What follows belongs to an exercise in optimizing a design on an open flow for small area and a short achievable clock period; a production flow would make more cautious choices. RTL that was checked went through simulation tests only; none was proved equivalent to the original. The RTL of runs 1 and 2 was laid out without a check of its function. Power figures rest on the tool's default switching activity, not on a simulated workload.

==> flow/design.v (outline; a module is shown in full before it is edited, if it fits) <==
// module iron_coef_rom: 70 lines
// module cic5_dec32: 174 lines
// module fir_iron_mac: 82 lines
// module mul_tree: 629 lines
// module add47: 171 lines
// module chan_decim: 27 lines
module chan_decim (
    input  wire        clk,
    input  wire        rst,         
    input  wire        bit_valid,
    input  wire        bit_in,
    output wire        out_valid,
    output wire [39:0] out_v
);
  // ...
==> flow/flow/run.sh <==
#!/bin/bash
# Standard layout (the standard.sh, standard synthesis unchanged) with
# timing repair aimed at a setup slack margin, so the resizer also works on
# paths that already meet the 12 ns clock. Output goes to flow_make.log.
set -euo pipefail
export SETUP_SLACK_MARGIN=8.3
bash standard.sh > flow_make.log 2>&1
==> flow/standard.sh <==
#!/bin/bash
# synth_recipe.tcl (not shown) runs the flow's synth.tcl, then flattens the netlist and writes it again
# the make line also repeats each setting of config.mk as NAME=value (left out here)
make -C /OpenROAD-flow-scripts/flow DESIGN_CONFIG=/design/flow/config.mk WORK_HOME=/design/flow/orfs CLKGATE_MAP_FILE= SYNTH_SCRIPT=/design/flow/synth_recipe.tcl "${@:-finish}"
==> flow/config.mk <==
export PLATFORM = sky130hd
export DESIGN_NAME = chan_decim
export DESIGN_NICKNAME = chan_decim
export VERILOG_FILES = /design/flow/design.v
export SDC_FILE = /design/flow/constraint.sdc
export NUM_CORES = 4
export LEC_CHECK = 0
export CAP_MARGIN = 20
export CORE_MARGIN = 2
export CORE_UTILIZATION = 70
export CTS_CLUSTER_DIAMETER = 60
export CTS_CLUSTER_SIZE = 24
export SLEW_MARGIN = 20
==> flow/constraint.sdc <==
create_clock -name core_clock -period 12.0 [get_ports {clk}]
set_input_delay 2.4000 -clock core_clock [delete_from_list [all_inputs] [get_ports {clk}]]
set_output_delay 2.4000 -clock core_clock [all_outputs]
set_load 0.01 [all_outputs]
==> key figures, run 1 <==
Clock network
  • Library cell used as clock root buffer: clkbuf_16
  • Clk Latency, worst-skew pair: 0.71 ns
  • Maximum buffer depth of the clock tree: 3

Setup path
  • Number of buffers and inverters on the critical path: 1
  • Internal reg-to-reg setup slack: roughly 8.4 ns
  • Number of cells traversed by the worst register-to-register path: 8
  • Setup crit end kind: output port

Logic synthesis
  • Top_reg_cell synth: dfxtp_1
  • Ys Warns: 4
  • Post-synthesis cell type with the largest combined area: dfxtp_1
  • Area fraction in compound gates after synthesis: about 6.3%

Power and ir drop
  • Combinational-cell power consumption: approximately 4 mW
  • Leakage power of the design: ~26 nW
  • Power in sequential cells: around 6.8 mW
  • Combinational Power Share: a little over a quarter

STA
  • Part of the cycle the worst path needs: slightly above 30%
  • Post-route minimum period: 3.65 ns
  • Final setup viols: 0
  • Worst slew margin: between 20% and 30%

Status
  • Status: timing/DRC/antenna clean

Floorplanning
  • Standard-cell row count: 106

Global route
  • Routing usage on met1: 37.7%
  • Via count of the first global-routing pass: between 30000 and 40000
  • GR Overflow Total: 0

Final layout
  • Max reg flops: 1316
  • Register with the most flip-flops: u_fir.ring
  • Commonest non-fill, non-tap cells in the layout: dfxtp_1 (1757), inv_1 (348), fa_1 (346)
  • Sequential standard cell area: approximately 0.038 sq mm
  • Count of plain and timing-repair buffers: between 100 and 150
  • Clock Network Area Fraction: under 10%
  • Fraction of area in registers: approximately 59%

Route
  • Number of nets with antenna violations after detailed routing: 0
==> run 2: changes to the inputs <==
==> flow/flow/run.sh (replaced) <==
#!/bin/bash
# Standard layout (the standard.sh, standard synthesis unchanged) with
# timing repair aimed at a setup slack margin, so the resizer also works on
# paths that already meet the 12 ns clock. Output goes to flow_make.log.
set -euo pipefail
export SETUP_SLACK_MARGIN=8.5
bash standard.sh > flow_make.log 2>&1
==> key figures, run 2 <==
Status
  • Status: timing/DRC/antenna clean

Logic synthesis
  • Top-count cell post-synth: dfxtp_1
  • Area fraction of the dominant cell type after synthesis: between 60 and 70%
  • Synthesized area per cell: around 13 sq um
  • Part of the Yosys area used for sequential elements: between 60% and 70%
  • Post-synthesis cell type with the largest combined area: dfxtp_1
  • Ranking of synthesized cells by area: dfxtp_1 (62%), fa_1 (12%), xnor2_1 (3.1%)
  • Flip-flop and latch count after synthesis: around 1900
  • Ys Warns: 4 (unchanged)
  • EDFF count, synth: 23
  • Gate Count Post-Synth: 4504
  • Nets in the synthesized netlist: about 5000
  • Count of cell types in the netlist: 63
  • Share of synthesized flip-flops with an asynchronous set or reset: 0%
  • List of most frequent post-synthesis cells: dfxtp_1 (1844), fa_1 (359), inv_1 (351)
  • Summed instance area of the synthesized netlist: 0.0592 sq mm
  • Top_reg_cell synth: dfxtp_1

Global route
  • First-pass GRT wire length: 183 mm
  • Overall track demand over capacity in global routing: approximately 28%
  • Via count of the first global-routing pass: 31767 (+1.3%)
  • Largest net degree at the start of global routing: between 100 and 150
  • GR Overflow Total: 0 (unchanged)
  • Antenna violations before repair: 3

Setup path
  • Number of buffers and inverters on the critical path: 3 (+2)
  • Crit-path leading delay family: adder cells
  • CP max stage cell: fa_2
  • Arrival time reported for the critical path endpoint: 4.18 ns
  • Class of the most critical setup path: flop to flop
  • Maximum single-stage delay on the critical path: between 0.6 and 0.7 ns
  • Cell mode on critical path: fa_1
  • Setup crit end kind: flop
  • Critical path, cell by cell: clkbuf_4 -> a22oi_1 -> xnor2_1 -> ha_1 -> inv_1 -> fa_1 -> fa_1 -> inv_1 -> fa_2 -> fa_1
  • Maximum fanout encountered on the critical timing path: 6
  • Critical path startpoint category: flop
  • Data required time at the worst endpoint: roughly 13 ns

STA
  • Part of the cycle the worst path needs: 30.1% (-0.33 points)
  • Slew of the pin with the lowest slew margin: ~1.0 ns
  • Worst slew margin: 30.7% (+5.9 points)
  • Post-route minimum period: 3.61 ns (-0.0397 ns)
  • Clock Skews: between 0.05 and 0.06 ns
  • Final setup viols: 0 (unchanged)
  • Number of failing hold endpoints at the final stage: 0
  • Aggregate negative setup slack: 0 ns
  • Final slew viol count: 0
  • Highest achievable clock rate: 277 MHz
  • Setup repair after global routing missed its margin: true

Final layout
  • Register with the most flip-flops: u_fir.ring
  • Diode count: 0
  • Largest registers ranked by flip-flop count: u_fir.ring x1316, u_fir.c_q x47, u_fir.s_q x47
  • Area growth from synthesis to layout: 9.93%
  • Commonest non-fill, non-tap cell in the layout: dfxtp_1
  • Commonest non-fill, non-tap cells in the layout: dfxtp_1 (1740), inv_1 (337), fa_1 (302)
  • Final std cell area, no fill: around 0.065 sq mm
  • Layout Cells excl Fill: 5688
  • Final #Nets: around 5000
  • Fraction of final layout cells sized beyond drive strength 1: ~14%
  • Max reg flops: 1316 (unchanged)

Floorplanning
  • Floorplan die height: 295 microns
  • Standard-cell row count: 106 (unchanged)
  • Effective utilization at floorplan: 70.7%
  • DIE AREA: a little under 0.09 sq mm
  • Number of ports placed on the die boundary: 45
  • Width of the die: ~300 microns
  • Core area: roughly 0.084 sq mm

Power and ir drop
  • Total power per unit cell area: between 200 and 250 mW/mm^2
  • Net switching power: 4.68 mW
  • Worst voltage drop across the vdd grid: ~0.17 mV
  • Fraction of power consumed by sequential logic: 46.7%
  • Switching power as a share of total power: about a third
  • Cell Int Power: 9.92 mW
  • Clock network fraction of design power: approximately 25%
  • Combinational Power Share: 28.3% (+1.0 points)
  • Leakage power of the design: 26.9 nW (+1.4%)

Clock network
  • Maximum buffer depth of the clock tree: 3 (unchanged)
  • CTS buffer count: 100
  • TritonCTS clock tree: built
  • CTS Sinks: 1867
  • Clk Latency, worst-skew pair: 0.72 ns (about the same)
  • Library cell used as clock root buffer: clkbuf_16
  • Level count of the clock H-tree: 3
  • Clock input transition at the sequential cells of the worst setup and hold paths: approximately 0.09 ns

Route
  • DRC violations left: 0
  • Routed len/inst: around 21 microns
  • Number of iterations in the first detailed-routing pass: 6
  • Number of nets with antenna violations after detailed routing: 0 (unchanged)
  • Total wire length: between 100 and 150 mm
  • Drt via density: about 5.4
  • Count of vias placed by the detailed router: between 30000 and 40000
  • DRT iter0 DRCs: 2439

Place
  • Quantity of I/O buffers inserted on ports: 44
  • GPL Wtd Cong: 0.904
  • DP Cell Count: ~5500
  • Area of placed instances: ~0.06 sq mm
  • Final HPWL from detailed placement: between 70 and 80 mm

Flow run
  • Count of max-cap constraint violations: 0

Min path
  • Class of the worst hold path: flop to flop
-- run 2: cell counts after synthesis --
Identical to the previous run, type by type.
-- run 2: routing by layer --
metal | global-route usage (%) | vias to the layer above | wire length, microns
li1 | - | 14279 | -
met3 | 4.91 | 260 | 7600
met1 | 38.5 | 15139 | 51300
met2 | 44.8 | 1028 | 55800
met5 | 0 | - | 0
met4 | 8.82 | 0 | 3940
-- run 2: power groups by stage --
stage / logic (mW) / registers (mW) / clock network [mW]
after floorplan: 2.86 / 6.82 / 0
after global placement: 3.68 / 6.95 / 0
after detailed placement: 3.80 / 6.96 / 0
after CTS: 4.01 / 6.81 / 3.71
after global routing: 4.66 / 6.85 / 3.92
final: 4.14 / 6.82 / 3.65
-- run 2: final timing paths --
check	from	end	slack, ns	cells after the start
setup reg to reg	u_fir.xr[13]$_DFF_P_	u_fir.c_q[21]$_DFF_P_	8.39	10
setup / recovery	u_fir.xr[13]$_DFF_P_	u_fir.c_q[21]$_DFF_P_	8.39	10
hold reg to reg	u_fir.ring[1255]$_DFF_P_	u_fir.ring[1208]$_DFF_P_	0.29	0
hold / removal	u_fir.ring[1255]$_DFF_P_	u_fir.ring[1208]$_DFF_P_	0.29	0
-- run 2: cell families (layout without fill, tap and decap cells) --
family,Yosys count,after routing,share of synthesized area (%)
simple gates,649,649,5.60
buf+inv,608,658,4.11
xor+xnor,272,272,4.02
flops,1867,1867,63.5
compound gates,539,539,6.32
mux,66,66,1.25
fa+ha+maj,503,503,15.2
-- run 2: what timing repair did --
action,4_1_cts,5_1_grt
pin swaps,50,75
setup endpoints to repair,118,99
cloned,4,1
buffers inserted,62,23
hold buffers,0,0
gates resized for setup,419,128
-- run 2: area by class of cell --
cell class,instances,area [sq um]
sequential,1867,37900
multi-input combinational,2029,19800
fill,4822,18600
clock buffer,108,2570
timing repair buffer,157,1590
tap,1134,1420
inverter,359,1370
clock inverter,34,507
-- run 2: through the flow --
| stage | utilization [%] | setup WS, ns | power [mW] | hold slack, ns |
|---|---|---|---|---|
| floorplan | - | 8.44 | 9.68 | 0.310 |
| global placement | 71.9 | 7.92 | 10.6 | 0.310 |
| detailed placement | 71.9 | 7.86 | 10.8 | 0.312 |
| CTS | 77.0 | 8.34 | 14.5 | 0.291 |
| global route | 77.8 | 8.34 | 15.4 | 0.306 |
| finish | 77.8 | 8.39 | 14.6 | 0.292 |
==> module fir_iron_mac, before the edit <==
module fir_iron_mac (
    input  wire               clk,
    input  wire               rst,
    input  wire               x_pre,      
    input  wire               x_valid,    
    input  wire        [22:0] x,
    output reg                v_valid,
    output wire signed [39:0] v
);
    localparam integer NS = 29;
    localparam integer W  = 47;
    reg  [NS*W-1:W] ring;
    wire [W-1:0]    r1  = ring[W +: W];
    wire [W-1:0]    r27 = ring[27*W +: W];
    wire [W-1:0]    r28 = ring[28*W +: W];
    reg  [4:0]  dq, dn;
    reg  [1:0]  p;
    reg  [4:0]  act;
    wire        active = (act != 5'd0);
    wire        minc   = x_pre && (p == 2'd3);
    wire [4:0]  dqn    = minc ? dq : dn;
    wire [4:0]  dnn    = (dqn == 5'd28) ? 5'd0 : dqn + 5'd1;
    wire        actn  = x_valid || (act > 5'd1);
    wire [6:0]  in    = {dn, ~p};
    wire [6:0]  inf   = (in > 7'd57) ? 7'd114 - in : in;
    reg  [6:0]  ra;
    wire [9:0]  b_neg, b_one, b_two;     
    iron_coef_rom u_rom (.idx(ra), .neg(b_neg), .one(b_one), .two(b_two));
    reg  [9:0]  m_neg, m_one, m_two;
    reg         fin_m, clr_m, fin_o, clr_o, fin_28, clr_28;
    reg  [4:0]  wipe;                    
    wire        fin_r = active && (dq == 5'd0) && (p == 2'd3);
    wire        clr_r = active && (dq == 5'd28) && (p == 2'd0);
    reg  [22:0] xr;
    wire        inj = fin_m && (r1[7:0] == 8'hff);
    wire [W-1:0] ps, pc;
    mul_tree u_mul (.neg(m_neg), .one(m_one), .two(m_two), .x(xr), .inj(inj), .a(r1),
                    .s(ps), .c(pc));
    reg  [W-1:0] s_q, c_q;
    wire [W-1:0] a_n;
    add47 u_add (.a(s_q), .b(c_q), .s(a_n));
    wire         sat = fin_28 && r28[46] && !r28[45];
    wire         clr = clr_28 || (wipe != 5'd0);
    wire [W-1:0] n27 = clr ? 47'd63 :
                       sat ? {1'b0, {39{1'b1}}, r28[6:0]} : r28;
    always @(posedge clk) begin
        ring <= {a_n, n27, ring[2*W +: 26*W]};
        xr <= x;
        s_q <= ps;
        c_q <= pc;
        m_neg <= b_neg; m_one <= b_one; m_two <= b_two;
        if (rst) begin
            ra <= 7'h7f;
            dq <= 5'd3;
            dn <= 5'd4;
            p <= 2'd3;
            act <= 5'd0;
            fin_m <= 1'b0; clr_m <= 1'b0;
            fin_o <= 1'b0; clr_o <= 1'b0;
            fin_28 <= 1'b0; clr_28 <= 1'b0;
            v_valid <= 1'b0;
            wipe <= 5'd31;
        end else begin
            ra <= actn ? inf : 7'h7f;
            dq <= dqn;
            dn <= dnn;
            if (x_pre)
                p <= p + 2'd1;
            if (x_valid)
                act <= 5'd29;
            else if (active)
                act <= act - 5'd1;
            fin_m <= fin_r; clr_m <= clr_r;
            fin_o <= fin_m; clr_o <= clr_m;
            fin_28 <= fin_o; clr_28 <= clr_o;
            v_valid <= fin_28;
            if (wipe != 5'd0)
                wipe <= wipe - 5'd1;
        end
    end
    assign v = r27[46:7];
endmodule
==> module chan_decim, before the edit <==
module chan_decim (
    input  wire        clk,
    input  wire        rst,         
    input  wire        bit_valid,
    input  wire        bit_in,
    output wire        out_valid,
    output wire [39:0] out_v
);
    reg rst_r, bv_r, b_r;
    always @(posedge clk) begin
        rst_r <= rst;
        bv_r  <= bit_valid & ~rst;
        b_r   <= bit_in;
    end
    wire        x_pre, x_valid;
    wire [22:0] x;
    cic5_dec32 u_cic (
        .clk(clk), .rst(rst_r),
        .bit_valid(bv_r), .bit_in(b_r),
        .x_pre(x_pre), .x_valid(x_valid), .x(x)
    );
    fir_iron_mac u_fir (
        .clk(clk), .rst(rst_r),
        .x_pre(x_pre), .x_valid(x_valid), .x(x),
        .v_valid(out_valid), .v(out_v)
    );
endmodule
==> run 3: changes to the inputs <==
--- a/flow/design.v
+++ b/flow/design.v
@@ -244,7 +244,8 @@
 endmodule
 module fir_iron_mac (
     input  wire               clk,
-    input  wire               rst,
+    input  wire               rst,        
+    input  wire               rst_in,     
     input  wire               x_pre,      
     input  wire               x_valid,    
     input  wire        [22:0] x,
@@ -317,7 +318,7 @@
             fin_m <= fin_r; clr_m <= clr_r;
             fin_o <= fin_m; clr_o <= clr_m;
             fin_28 <= fin_o; clr_28 <= clr_o;
-            v_valid <= fin_28;
+            v_valid <= fin_28 & ~rst_in;
             if (wipe != 5'd0)
                 wipe <= wipe - 5'd1;
         end
@@ -1146,7 +1147,7 @@
         .x_pre(x_pre), .x_valid(x_valid), .x(x)
     );
     fir_iron_mac u_fir (
-        .clk(clk), .rst(rst_r),
+        .clk(clk), .rst(rst_r), .rst_in(rst),
         .x_pre(x_pre), .x_valid(x_valid), .x(x),
         .v_valid(out_valid), .v(out_v)
     );
==> flow/flow/run.sh (replaced) <==
#!/bin/bash
# Standard layout (the standard.sh, standard synthesis unchanged) with
# timing repair aimed at a setup slack margin, so the resizer also works on
# paths that already meet the 12 ns clock. Output goes to flow_make.log.
set -euo pipefail
export SETUP_SLACK_MARGIN=8.3
bash standard.sh > flow_make.log 2>&1
==> key figures, run 3 <==
Floorplanning
  • Core area: 0.0837 sq mm (unchanged)
  • Width of the die: 295 microns (about the same)
  • Number of ports placed on the die boundary: 45 (unchanged)
  • Floorplan die height: 295 microns (about the same)
  • DIE AREA: 0.0868 sq mm (-0.14%)
  • Standard-cell row count: 106 (unchanged)
  • Effective utilization at floorplan: 70.6% (-0.10 points)

Global route
  • GR Overflow Total: 0 (unchanged)
  • Global-route met3 utilization: 3.85% (-1.1 points)
  • Busiest layer in global routing: met2
  • Largest net degree at the start of global routing: 102 (-0.97%)
  • Grt met2 use: 45.7% (+0.94 points)
  • Via count of the first global-routing pass: 31827 (+0.19%)
  • Antenna violations before repair: 3 (unchanged)
  • Overall track demand over capacity in global routing: 27.7% (about the same)
  • Routing usage on met1: 38.6% (+0.14 points)
  • First-pass GRT wire length: 184 mm (+0.69%)

Logic synthesis
  • Combinational family with the most area after synthesis: adder cells
  • XOR/XNOR Fraction of Synth Area: 4.04% (+0.021 points)
  • Ys Warns: 4 (unchanged)
  • Top-count cell post-synth: dfxtp_1
  • Area fraction of the dominant cell type after synthesis: 62.4% (+0.090 points)
  • List of most frequent post-synthesis cells: dfxtp_1 (1844), fa_1 (359), inv_1 (346)
  • Ranking of synthesized cells by area: dfxtp_1 (62%), fa_1 (12%), xnor2_1 (3.1%)
  • Part of the Yosys area used for sequential elements: 63.6% (+0.091 points)
  • Synthesized area per cell: 13.2 sq um (+0.10%)
  • Top_reg_cell synth: dfxtp_1
  • Area fraction in compound gates after synthesis: 6.26% (-0.054 points)
  • Count of cell types in the netlist: 62 (-1.6%)
  • Summed instance area of the synthesized netlist: 0.0591 sq mm (-0.14%)
  • Nets in the synthesized netlist: 5001 (-0.20%)
  • EDFF count, synth: 23 (unchanged)
  • Adder and majority cell fraction of the synthesized area: 15.2% (+0.043 points)
  • Portion of netlist area occupied by mux cells: 1.14% (-0.10 points)
  • Share of synthesized cell area in and, or, nand and nor gates: 5.65% (+0.048 points)
  • Gate Count Post-Synth: 4493 (-0.24%)
  • Flip-flop and latch count after synthesis: 1867 (unchanged)
  • Share of synthesized flip-flops with an asynchronous set or reset: 0% (unchanged)
  • Post-synthesis cell type with the largest combined area: dfxtp_1

Route
  • Total wire length: 120 mm (+1.2%)
  • Routed len/inst: 21.3 microns (+2.0%)
  • Number of nets with antenna violations after detailed routing: 0 (unchanged)
  • Count of vias placed by the detailed router: 30841 (+0.44%)
  • Number of iterations in the first detailed-routing pass: 7 (+1)
  • DRC violations left: 0 (unchanged)
  • Drt via density: 5.46 (+1.2%)
  • DRT iter0 DRCs: 2716 (+11%)

Setup path
  • Critical path, cell by cell: clkdlybuf4s15_2
  • CP max stage cell: dfxtp_2
  • Maximum single-stage delay on the critical path: 0.35 ns (-0.26 ns)
  • Number of buffers and inverters on the critical path: 1 (-2)
  • Worst path depth: 1 (-9)
  • Number of cells traversed by the worst register-to-register path: 9 (-1)
  • Arrival time reported for the critical path endpoint: 1.26 ns (-2.92 ns)
  • Data required time at the worst endpoint: 9.60 ns (-2.97 ns)
  • Crit-path leading delay family: flip-flops
  • Class of the most critical setup path: flop to output port
  • Setup crit end kind: output port
  • Critical path startpoint category: flop
  • Maximum fanout encountered on the critical timing path: 2 (-4)

Clock network
  • Clk Latency, worst-skew pair: 0.71 ns (about the same)
  • Level count of the clock H-tree: 3 (unchanged)
  • TritonCTS clock tree: built
  • Maximum buffer depth of the clock tree: 3 (unchanged)
  • Clock input transition at the sequential cells of the worst setup and hold paths: 0.09 ns (about the same)
  • CTS Sinks: 1867 (unchanged)
  • Library cell used as clock root buffer: clkbuf_16
  • Total of hold buffers inserted after clock tree synthesis: 0 (unchanged)
  • CTS buffer count: 98 (-2.0%)

Power and ir drop
  • Combinational Power Share: 32.3% (+4.0 points)
  • Total power per unit cell area: 243 mW/mm^2 (+8.5%)
  • Total Power: 15.6 mW (+6.9%)
  • Cell Int Power: 10.3 mW (+4.2%)
  • Switching power as a share of total power: 33.8% (+1.7 points)
  • Net switching power: 5.27 mW (+13%)
  • Fraction of power consumed by sequential logic: 44.4% (-2.3 points)
  • Leakage power of the design: 26.6 nW (-1.0%)
  • Clock network fraction of design power: 23.4% (-1.6 points)
  • Worst voltage drop across the vdd grid: 0.205 mV (+19%)

Final layout
  • Sequential standard cell area: 0.0378 sq mm (-0.16%)
  • Fillers: 4950 (+2.7%)
  • Final #Nets: 4976 (-0.90%)
  • Area growth from synthesis to layout: 8.47%
  • Register with the most flip-flops: u_fir.ring
  • Max reg flops: 1316 (unchanged)
  • Layout Cells excl Fill: 5646 (-0.74%)
  • Commonest non-fill, non-tap cells in the layout: dfxtp_1 (1760), fa_1 (347), inv_1 (345)
  • Largest registers ranked by flip-flop count: u_fir.ring x1316, u_fir.c_q x47, u_fir.s_q x47
  • Fraction of final layout cells sized beyond drive strength 1: 10.0% (-3.8 points)
  • Commonest non-fill, non-tap cell in the layout: dfxtp_1
  • Area of the multi-input gates: 0.0193 sq mm (-2.4%)

STA
  • Setup repair after global routing missed its margin: true
  • Highest achievable clock rate: 273 MHz (-1.3%)
  • Slew of the pin with the lowest slew margin: 0.981 ns (-0.0566 ns)
  • Part of the cycle the worst path needs: 30.5% (+0.38 points)
  • Clock Skews: 0.0540 ns (+0.00346 ns)
  • Number of failing hold endpoints at the final stage: 0 (unchanged)
  • Worst slew margin: 34.6% (+3.9 points)
  • Final setup viols: 0 (unchanged)
  • Aggregate negative setup slack: 0 ns (unchanged)
  • Post-route minimum period: 3.66 ns (+0.0460 ns)
  • Final slew viol count: 0 (unchanged)

Place
  • DP Cell Count: 5451 (-0.092%)
  • Final HPWL from detailed placement: 73.2 mm (about the same)
  • GPL Wtd Cong: 0.918 (+1.5%)
  • Quantity of I/O buffers inserted on ports: 44 (unchanged)

Min path
  • Hold Path Stages: 0 (unchanged)
  • Class of the worst hold path: flop to flop

Flow run
  • Count of max-cap constraint violations: 0 (unchanged)

Status
  • Status: timing/DRC/antenna clean
run 3: cell types whose count changed after synthesis, moves of 5 or more:
cell	change
inv_1	-5
nand2_1	-11
nand2b_1	+8
o22ai_1	+6
o21ai_0	-11
a21oi_1	+15
run 3: power groups by stage:
| stage | clock network, mW | registers (mW) | logic [mW] |
|---|---|---|---|
| after floorplan | 0 | 6.87 | 3.49 |
| after global placement | 0 | 7.05 | 4.64 |
| after detailed placement | 0 | 7.07 | 4.73 |
| after CTS | 3.71 | 6.94 | 4.94 |
| after global routing | 3.92 | 6.95 | 5.66 |
| final | 3.65 | 6.93 | 5.04 |
run 3: logic make-up after synthesis:
family                   count (synthesis)
flip-flops                            1867
AND/OR/NAND/NOR                        648
buffers and inverters                  600
AO/OA/AOI/OAI                          540
adder cells (fa/ha/maj)                504
XOR/XNOR                               273
multiplexers                            61
run 3: area by class of cell:
| class | instances | area share [%] |
|---|---|---|
| diodes | 1 | 0.00390 |
| clock buffers | 105 | 3.90 |
| clock inverters | 38 | 0.936 |
| inverters | 354 | 2.09 |
| multi-input cells | 2026 | 30.1 |
| flip-flops and latches | 1867 | 59.0 |
| well taps | 1134 | 2.21 |
| repair buffers | 121 | 1.81 |
run 3: final timing paths:
path                          startpoint                      end  slack, ns
max          u_fir.ring[1294]$_SDFF_PP0_                out_v[18]       8.34
min              u_fir.ring[414]$_DFF_P_  u_fir.ring[367]$_DFF_P_       0.30
max reg2reg          u_fir.xr[7]$_DFF_P_    u_fir.c_q[22]$_DFF_P_       8.34
min reg2reg      u_fir.ring[414]$_DFF_P_  u_fir.ring[367]$_DFF_P_       0.30
run 3: timing repair:
item	in CTS	in global routing
endpoints found under the setup margin	103	44
gates cloned	0	4
buffers inserted	15	32
resized for setup	261	72
pin swaps	2	23
run 3: metrics by stage:
stage,hold WS (ns),setup WS [ns],utilization [%],instance area [sq um]
3_5_place_dp,0.312,7.72,71.8,60100
6_report,0.305,8.34,76.6,64100
4_1_cts,0.296,8.30,75.9,63500
3_3_place_gp,0.310,7.73,71.8,60100
2_1_floorplan,0.310,8.26,-,59100
5_1_grt,0.290,8.25,76.6,64100
run 3: per-layer routing:
metal / part of all wire [%] / vias to the layer above
met2: 48 / 1059
met3: 6.2 / 279
li1: - / 14183
met5: 0 / -
met4: 3.5 / 0
met1: 43 / 15320

-- afterwards: timing with drivers on the ports --
No port has a modelled driver above. Below, the same layouts with a new extraction and two added sets of constraints.
Step 1 assumes that a clkbuf_16 drives the clock port and a buf_2 every other input.
Step 2, shift: input delay + t, output delay - t, t = (earliest + latest rising clock arrival at the registers) / 2. This alone moves slack from input paths to output paths.
a / b / c = ideal / step 1 / step 2; a / b = the first two.
| run | t (ns) | setup slack, ns | pins driven straight from the clock port |
|---|---|---|---|
| run 1 | 0.756 | 8.349 / 8.277 / 8.377 | 1 |
| run 2 | 0.765 | 8.389 / 8.327 / 8.389 | 1 |
| run 3 | 0.758 | 8.343 / 8.271 / 8.343 | 1 |
After both steps every run listed still meets setup and hold.
